Background: an optimization exercise with open tools, aiming at small area, a short achievable clock period and few clock cycles per item. Do not read the settings as production practice. The RTL was checked by simulation tests, not by an equivalence proof against the original design. Power and IR drop assume default switching activity.

==> build 70: inputs <==
Design voirbo_tyu, start of the top module:
module voirbo_tyu (
    input  wire        clk,
    input  wire        rst,
    input  wire        in_valid,
    output wire        in_ready,
    input  wire [5:0]  in_op,
    input  wire        in_ovf_en,
    input  wire        in_divz_en,
    input  wire [7:0]  in_a_tag,
    input  wire [63:0] in_a,
    input  wire [7:0]  in_b_tag,
    input  wire [63:0] in_b,
    input  wire [7:0]  in_c_tag,
    input  wire [63:0] in_c,
    output reg         out_valid,
    output reg  [1:0]  out_status,
    output reg  [7:0]  out_tag,
    output reg  [63:0] out_pay,
    output reg  [63:0] out_hi,
    output reg  [15:0] out_code
);
Settings: LEC_CHECK=0, CAP_MARGIN=60, CORE_MARGIN=2, CORE_UTILIZATION=25, PLACE_DENSITY=0.42, SETUP_SLACK_MARGIN=5, SLEW_MARGIN=60; clock period 14.0 ns.
run.sh (not shown) runs the stock make flow with config.mk's settings and CLKGATE_MAP_FILE= SYNTH_SCRIPT=/design/flow/synth_recipe.tcl, a recipe that flattens the netlist after the stock synthesis.
==> inputs of trial 68, as changes to build 70 <==
--- a/flow/design.v
+++ b/flow/design.v
@@ -121,35 +121,12 @@
     localparam F_EMPTY_READ = 16'h0101, F_TAG_RESERVED = 16'h0102, F_TYPE = 16'h0103,
                F_UNBOUND = 16'h0106, F_MISALIGNED = 16'h0107, F_BOUNDS = 16'h0108,
                F_OVERFLOW = 16'h0201, F_DIVZERO = 16'h0202, F_ILLEGAL_OP = 16'h0302;
     localparam T_FIX = 8'h04, T_FLO = 8'h08, T_RAT = 8'h0C, T_CHAR = 8'h10,
                T_BOOL = 8'h15, T_OCT = 8'h18, T_FAULT = 8'h24;
     localparam [63:0] MINFIX = 64'h8000_0000_0000_0000;
-    function [11:0] booth_dec;
-        input [8:0] x;
-        integer t;
-        begin
-            booth_dec = 12'd0;
-            for (t = 0; t < 4; t = t + 1) begin
-                booth_dec[t]     = x[2*t] ^ x[2*t+1];
-                booth_dec[4 + t] = (x[2*t+2] & !x[2*t+1] & !x[2*t]) |
-                                   (!x[2*t+2] & x[2*t+1] & x[2*t]);
-                booth_dec[8 + t] = x[2*t+2];
-            end
-        end
-    endfunction
-    function [8:0] mgroup;
-        input [63:0] m;
-        input [7:0]  oh;
-        integer g;
-        begin
-            mgroup = 9'd0;
-            for (g = 0; g < 8; g = g + 1)
-                if (oh[g]) mgroup = mgroup | ((g == 0) ? {m[7:0], 1'b0} : m[8*g-1 +: 9]);
-        end
-    endfunction
     wire a_empty, a_pend, a_fault, a_res, a_mis, a_fix, a_flo, a_rat, a_char, a_nil,
          a_bool, a_unb, a_oct, a_obj, a_big, a_lref;
     wire b_empty, b_pend, b_fault, b_res, b_mis, b_fix, b_flo, b_rat, b_char, b_nil,
          b_bool, b_unb, b_oct, b_obj, b_big, b_lref;
     wire c_empty, c_pend, c_fault, c_res, c_mis, c_fix, c_flo, c_rat, c_char, c_nil,
          c_bool, c_unb, c_oct, c_obj, c_big, c_lref;
@@ -166,27 +143,20 @@
         .is_flo(c_flo), .is_rat(c_rat), .is_char(c_char), .is_nil(c_nil), .is_bool(c_bool),
         .is_unbound(c_unb), .is_oct(c_oct), .is_obj(c_obj), .is_big(c_big), .is_lref(c_lref));
     wire [6:0] s1_ua, s1_ub;
     tyu_lod u_lda (.x(in_a ^ {64{in_a[63]}}), .n(s1_ua));
     tyu_lod u_ldb (.x(in_b ^ {64{in_b[63]}}), .n(s1_ub));
     wire s1_fixfix = a_fix & b_fix;
-    wire s1_bzero  = (s1_ub == 7'd0) & !in_b[63];
-    wire s1_bm1    = (s1_ub == 7'd0) & in_b[63];
-    wire s1_azero  = (s1_ua == 7'd0) & !in_a[63];
+    wire s1_bzero  = (in_b == 64'd0);
     wire s1_amin   = (in_a == MINFIX);
+    wire s1_bm1    = (in_b == {64{1'b1}});
     wire s1_mul  = ((in_op == OP_MUL) | (in_op == OP_MULW)) & s1_fixfix;
     wire s1_swap = (s1_ub > s1_ua);
+    wire [6:0] s1_umin  = s1_swap ? s1_ua : s1_ub;
     wire [7:0] s1_usum  = {1'b0, s1_ua} + {1'b0, s1_ub};
-    wire [7:0] s1_oha   = 8'd1 << s1_ua[5:3];
-    wire [7:0] s1_ohb   = 8'd1 << s1_ub[5:3];
-    wire [7:0] s1_moh   = s1_swap ? s1_oha : s1_ohb;
-    wire [63:0] s1_mpl  = s1_swap ? in_a : in_b;
-    wire [8:0] s1_mga   = mgroup(in_a, s1_oha);
-    wire [8:0] s1_mgb   = mgroup(in_b, s1_ohb);
-    wire [11:0] s1_bd   = booth_dec(s1_swap ? s1_mga : s1_mgb);
-    wire s1_pc = (in_op == OP_POPCNT) & (a_fix | a_oct);
+    wire [6:0] s1_mcnt7 = (s1_umin + 7'd8) >> 3;
     wire signed [8:0] s1_q  = $signed({2'b00, s1_ua}) + $signed({8'd0, in_a[63]}) + 9'sd1 -
                               $signed({2'b00, s1_ub});
     wire signed [8:0] s1_q2 = (s1_q + 9'sd1) & ~9'sd1;
     wire [5:0] s1_dcnt = (s1_q2 >= 9'sd64) ? 6'd32 : s1_q2[6:1];
     wire s1_div = ((in_op == OP_QUO) | (in_op == OP_REM)) & s1_fixfix & !s1_bzero &
                   !((in_op == OP_QUO) & s1_amin & s1_bm1) & (s1_q > 9'sd0);
@@ -210,14 +180,12 @@
                        ((in_a >= 64'h0000_E000) && (in_a <= 64'h0010_FFFF)));
     wire s1_cnt_rng = (in_b[63:16] == 48'd0) ||
                       ((in_b[63:16] == {48{1'b1}}) && (in_b[15:0] != 16'd0));
     reg        r_full, r_first;
     reg [5:0]  r_cnt;
     reg [7:0]  r_moh;
-    reg [11:0] r_bd;
-    reg        r_pc;
     reg        r_mul, r_div;
     reg        r_mfit, r_movf;     
     reg [5:0]  r_op;
     reg        r_ovf, r_divz;
     reg [7:0]  r_at, r_bt;
     reg [63:0] r_a, r_b;
@@ -226,13 +194,13 @@
     reg        r_shleft, r_shbig, r_shfits;
     reg        r_ares, r_amis, r_bres, r_bmis;
     reg        r_cpend, r_cfault, r_cempty, r_cres, r_cmis, r_cunb, r_cfix;
     reg [15:0] r_ccode;
     reg [7:0]  r_c8;
     reg        r_chi8z, r_chi7z;
-    reg        r_char_ok, r_cnt_rng, r_b063, r_b07, r_bzero, r_bm1, r_azero, r_amin;
+    reg        r_char_ok, r_cnt_rng, r_b063, r_b07, r_bzero, r_azero, r_amin, r_eq;
     wire [63:0] a = r_a;
     wire [63:0] b = r_b;
     wire [7:0]  at = r_at;
     wire [7:0]  bt = r_bt;
     wire ta_empty = (at == 8'h00), ta_fix = (at == 8'h04), ta_flo = (at == 8'h08),
          ta_rat = (at == 8'h0C), ta_char = (at == 8'h10), ta_nil = (at == 8'h14),
@@ -269,25 +237,21 @@
     wire div_setup = r_full & r_div & r_first;
     wire div_step  = r_full & r_div & !r_first & !cnt_z;
     wire fin_mulf  = mul_step & r_moh[0] & !mul_amb;       
     wire fin_muls  = r_full & r_mul & (r_moh == 8'd0);     
     wire fin_mul   = fin_mulf | fin_muls;
     wire fin_div   = r_full & r_div & !r_first & cnt_z;
-    wire pc_first  = r_full & r_pc & r_first;
-    wire single    = r_full & !r_mul & !r_div & !pc_first;
+    wire single    = r_full & !r_mul & !r_div;
     wire done      = single | fin_mul | fin_div;
     assign in_ready = !r_full | done;
     wire accept = in_valid & in_ready;
-    wire [63:0] dr1   = {out_hi[62:0], out_pay[63]};
-    wire        sub_m = r_div ? !b[63] : !((r_op == OP_ADD) | (r_op == OP_ADDW));
-    wire [64:0] add_x = r_div ? {1'b0, dr1} : {a[63], a};
-    wire [65:0] s66   = {add_x, 1'b1} + {{b[63], b} ^ {65{sub_m}}, sub_m};
+    wire        sub_m = !((r_op == OP_ADD) | (r_op == OP_ADDW));
+    wire [65:0] s66   = {a[63], a, 1'b1} + {{b[63], b} ^ {65{sub_m}}, sub_m};
     wire [64:0] s65   = s66[65:1];
     wire        s_ovf = (s65[64] != s65[63]);
     wire        lt_s  = s65[64];
-    wire        eq_v  = (s65[63:0] == 64'd0);    
     wire        fin_quo = (r_op == OP_QUO);
     wire [63:0] neg_in  = fin_div ? (fin_quo ? out_pay : out_hi)
                                   : (ta_rat ? {a[63:32], 32'd0} : a);
     wire [63:0] nega    = 64'd0 - neg_in;
     wire [63:0] amag    = a[63] ? nega : a;
     wire        sh_left  = r_shleft;
@@ -322,39 +286,44 @@
     integer bi;
     always @* begin
         for (bi = 0; bi < 64; bi = bi + 1)
             bits_mask[bi] = (bi < c7);
     end
     wire [63:0] bits_res = rot & bits_mask;
-    reg [63:0] pc_bytes;
-    reg [6:0]  popcnt;
-    integer pi, pj;
+    reg [6:0] pc [0:126];
+    reg [6:0] popcnt;
+    integer pi;
     always @* begin
-        pc_bytes = 64'd0;
-        for (pi = 0; pi < 8; pi = pi + 1)
-            for (pj = 0; pj < 8; pj = pj + 1)
-                pc_bytes[8*pi +: 4] = pc_bytes[8*pi +: 4] + {3'd0, a[8*pi + pj]};
-        popcnt = (({3'd0, out_pay[3:0]} + {3'd0, out_pay[11:8]}) +
-                  ({3'd0, out_pay[19:16]} + {3'd0, out_pay[27:24]})) +
-                 (({3'd0, out_pay[35:32]} + {3'd0, out_pay[43:40]}) +
-                  ({3'd0, out_pay[51:48]} + {3'd0, out_pay[59:56]}));
+        for (pi = 0; pi < 64; pi = pi + 1) pc[pi] = {6'd0, a[pi]};
+        for (pi = 0; pi < 63; pi = pi + 1) pc[64 + pi] = pc[2*pi] + pc[2*pi + 1];
+        popcnt = pc[126];
     end
     wire [6:0] clz    = a[63] ? 7'd0 : (7'd64 - r_ua);
     wire eq_tag = (ta_lref && tb_lref) ? (at[7:2] == bt[7:2]) : (at == bt);
-    wire [11:0] nx_bd = booth_dec(mgroup(b, r_moh >> 1));
+    reg  [8:0]  mx;
+    integer gj;
+    always @* begin
+        mx = 9'd0;
+        for (gj = 0; gj < 8; gj = gj + 1)
+            if (r_moh[gj]) mx = mx | ((gj == 0) ? {b[7:0], 1'b0} : b[8*gj-1 +: 9]);
+    end
     reg  [64:0] mu [0:3];
     reg  [7:0]  pcor;
     integer t;
     always @* begin
         pcor = 8'd0;
         for (t = 0; t < 4; t = t + 1) begin : booth
+            reg x0, x1, x2, one, two;
             reg [64:0] row;
-            row = (r_bd[t] ? {a[63], a} : 65'd0) | (r_bd[4+t] ? {a, 1'b0} : 65'd0);
-            row = row ^ {65{r_bd[8+t]}};
+            x0 = mx[2*t]; x1 = mx[2*t+1]; x2 = mx[2*t+2];
+            one = x0 ^ x1;
+            two = (x2 & !x1 & !x0) | (!x2 & x1 & x0);
+            row = (one ? {a[63], a} : 65'd0) | (two ? {a, 1'b0} : 65'd0);
+            row = row ^ {65{x2}};
             mu[t] = {~row[64], row[63:0]};
-            pcor[2*t] = r_bd[8+t];
+            pcor[2*t] = x2;
         end
     end
     wire [127:0] acc_in = r_first ? 128'd0 : {out_hi, out_pay};
     wire [75:0] mo0 = {2'b00, acc_in[65:0], pcor};
     wire [75:0] mo1 = {11'd0, mu[0]};
     wire [75:0] mo2 = {9'd0, mu[1], 2'd0};
@@ -372,13 +341,15 @@
     wire [53:0] mh_p1 = mh_x + 54'd1;
     wire [53:0] mh_m1 = mh_x - 54'd1;
     wire [53:0] mh_y  = m_dec ? mh_m1 : (m_inc ? mh_p1 : mh_x);
     wire [127:0] acc_nx = {mh_y, ml[73:0]};
     wire mul_fits = (out_hi == {64{out_pay[63]}});
     wire [64:0] dbx = {1'b1, b ^ {64{!b[63]}}};       
-    wire [64:0] dt1 = s65;
+    wire [63:0] dr1 = {out_hi[62:0], out_pay[63]};
+    wire [65:0] dt1x = {1'b0, dr1, 1'b1} + {dbx, !b[63]};
+    wire [64:0] dt1 = dt1x[65:1];
     wire        dq1 = !dt1[64];
     wire [63:0] dn1 = dq1 ? dt1[63:0] : dr1;
     wire [63:0] dr2 = {dn1[62:0], out_pay[62]};
     wire [65:0] dt2x = {1'b0, dr2, 1'b1} + {dbx, !b[63]};
     wire [64:0] dt2 = dt2x[65:1];
     wire        dq2 = !dt2[64];
@@ -444,13 +415,13 @@
                                 d_status = ST_FAULT; d_code = F_DIVZERO;
                             end else begin
                                 d_status = ST_OK; d_tag = T_FAULT; d_pay = {F_DIVZERO, 48'd0};
                             end
                         end else if (ta_big || tb_big) begin
                             d_status = ST_DEFER;
-                        end else if (r_op == OP_QUO && r_amin && r_bm1) begin
+                        end else if (r_op == OP_QUO && r_amin && r_b == {64{1'b1}}) begin
                             if (r_ovf) begin
                                 d_status = ST_FAULT; d_code = F_OVERFLOW;
                             end else begin
                                 d_status = ST_PROMOTE; d_tag = T_FIX; d_pay = MINFIX;
                             end
                         end else begin
@@ -505,16 +476,16 @@
                     end
                 end
                 OP_NUMEQ, OP_LT, OP_LE, OP_GT, OP_GE: begin
                     if (ta_fix && tb_fix) begin
                         d_status = ST_OK; d_code = 16'd0; d_tag = T_BOOL;
                         case (r_op)
-                            OP_NUMEQ: d_pay = {63'd0, eq_v};
+                            OP_NUMEQ: d_pay = {63'd0, r_eq};
                             OP_LT:    d_pay = {63'd0, lt_s};
-                            OP_LE:    d_pay = {63'd0, lt_s | eq_v};
-                            OP_GT:    d_pay = {63'd0, !(lt_s | eq_v)};
+                            OP_LE:    d_pay = {63'd0, lt_s | r_eq};
+                            OP_GT:    d_pay = {63'd0, !(lt_s | r_eq)};
                             default:  d_pay = {63'd0, !lt_s};
                         endcase
                     end else if (a_num && b_num) begin
                         d_status = ST_DEFER; d_code = 16'd0;
                     end
                 end
@@ -614,13 +585,13 @@
                 end
                 OP_TYPECODE: begin
                     d_status = ST_OK; d_code = 16'd0; d_tag = T_FIX; d_pay = {58'd0, at[7:2]};
                 end
                 OP_EQ: begin
                     d_status = ST_OK; d_code = 16'd0; d_tag = T_BOOL;
-                    d_pay = {63'd0, eq_tag && eq_v};
+                    d_pay = {63'd0, eq_tag && r_eq};
                 end
                 default: ;
             endcase
         end
     end
     reg [1:0]  f_status;
@@ -661,53 +632,49 @@
                 r_full  <= 1'b1;
                 r_first <= 1'b1;
                 r_mul   <= s1_mul;
                 r_mfit  <= (in_op == OP_MULW) | (s1_usum <= 8'd62);
                 r_movf  <= (in_op == OP_MUL) & (s1_usum >= 8'd66);
                 r_div   <= s1_div;
-                r_cnt   <= s1_dcnt;
-                r_moh   <= s1_moh;
-                r_bd    <= s1_bd;
-                r_pc    <= s1_pc;
+                r_cnt   <= s1_mul ? {2'b00, s1_mcnt7[3:0]} : s1_dcnt;
+                r_moh   <= 8'd1 << (s1_mcnt7[3:0] - 4'd1);
             end else if (done) begin
                 r_full <= 1'b0;
             end else if (r_full) begin
                 r_first <= 1'b0;
                 if (mul_step | div_step) r_cnt <= r_cnt - 6'd1;
                 r_moh <= r_moh >> 1;
-                r_bd  <= nx_bd;
             end
         end
         out_status <= single ? d_status : f_status;
         out_tag    <= single ? d_tag    : f_tag;
         out_code   <= single ? d_code   : f_code;
         if (single) begin
             out_pay <= d_pay; out_hi <= d_hi;
         end else if (fin_mul | fin_div) begin
             out_pay <= f_pay; out_hi <= f_hi;
-        end else if (r_pc) begin
-            out_pay <= pc_bytes;
         end else if (r_mul) begin
             out_hi <= acc_nx[127:64]; out_pay <= acc_nx[63:0];
         end else if (r_first) begin
             out_hi <= rsh; out_pay <= lsh;
         end else begin
             out_hi <= dn2; out_pay <= {out_pay[61:0], dq1, dq2};
         end
         if (accept) begin
             r_op  <= in_op; r_ovf <= in_ovf_en; r_divz <= in_divz_en;
             r_at  <= in_a_tag; r_bt <= in_b_tag;
             r_a   <= (s1_mul & s1_swap) ? in_b : in_a;
-            r_b   <= s1_mul ? s1_mpl : in_b;
+            r_b   <= (s1_mul & s1_swap) ? in_a : in_b;
             r_ua  <= s1_ua;
             r_sht <= s1_sht; r_shleft <= s1_shleft; r_shbig <= s1_shbig; r_shfits <= s1_shfits;
             r_ares <= a_res; r_amis <= a_mis; r_bres <= b_res; r_bmis <= b_mis;
             r_cpend <= c_pend; r_cfault <= c_fault; r_cempty <= c_empty;
             r_cres <= c_res; r_cmis <= c_mis; r_cunb <= c_unb; r_cfix <= c_fix;
             r_ccode <= in_c[63:48]; r_c8 <= in_c[7:0];
             r_chi8z <= (in_c[63:8] == 56'd0); r_chi7z <= (in_c[63:7] == 57'd0);
             r_char_ok <= s1_char_ok; r_cnt_rng <= s1_cnt_rng;
             r_b063 <= (in_b[63:6] == 58'd0); r_b07 <= (in_b[63:3] == 61'd0);
-            r_bzero <= s1_bzero; r_bm1 <= s1_bm1; r_azero <= s1_azero; r_amin <= s1_amin;
+            r_bzero <= s1_bzero; r_azero <= (in_a == 64'd0); r_amin <= s1_amin;
+            r_eq <= (in_a == in_b);
         end
     end
 endmodule
Settings changed: CAP_MARGIN 60 to 25, CORE_UTILIZATION 25 to 30, PLACE_DENSITY 0.42 to 0.5, SLEW_MARGIN 60 to 30.
==> notes.md <==
item	trial 68	build 70
Outcome	complete, but fails checks	no timing/DRC/antenna violations
Violated checks	max-capacitance violations, max-slew violations	-
Fraction of standard cell area in multi-input logic	0.6919	0.6714
Count of non-filler cells in the finished layout	16341	16741
CP Depth	20	23
Number of enable-type register cells in the synthesized netlist	361	374
Sequential cell fraction of total power	0.071	0.060
FMAX	101.7 MHz	108.4 MHz
Number of antenna violations at the first check in global routing	176	199
Synth cell types	116	123
Met1 track demand over resource	0.5886	0.5969
Switching share of total power	0.6472	0.6531
Cell area after layout	103000 sq um	106500 sq um
Worst hold margin	0.4969 ns	0.5647 ns
Aggregate routed wire length	810600 microns	898400 microns
Initial core utilization	0.3012	0.2515
Overall power	0.03012 W	0.03496 W
Reg2Reg Depth	20	23
CLK BUF	77	84
Fraction of area in clock buffers and inverters	0.01967	0.02173
Post-cts repair resize count	161	117
Testbench counts of build 70, summed over its fixed seeds: cycles 55,487, ops 32,000.
Testbench counts of trial 68, summed over its fixed seeds: cycles 55,198, ops 32,000.

[static timing again, ports no longer ideal]
Ports are ideal in the flow. The routed layouts listed here were re-timed in OpenROAD. Step 1 sets driving cells, clkbuf_16 on the clock port and buf_2 on the other inputs (assumed; they add their load-dependent delay and slew). Step 2 also shifts input and output timing later by t, the mid clock arrival at the registers, as if the neighbouring blocks saw the same clock. a / b / c = no drivers / after step 1 / after step 2; a / b = the first two.
run	t (ns)	setup slack, ns	hold WS [ns]
build 70	0.964	4.773 / 4.773 / 4.202	0.565 / 0.565 / 0.565
trial 68	0.919	4.172 / 4.172 / 4.172	0.497 / 0.497 / 0.497
The setup slack of build 70, which loses most, moves by 0.000 ns with the drivers and by -0.571 ns with both steps.
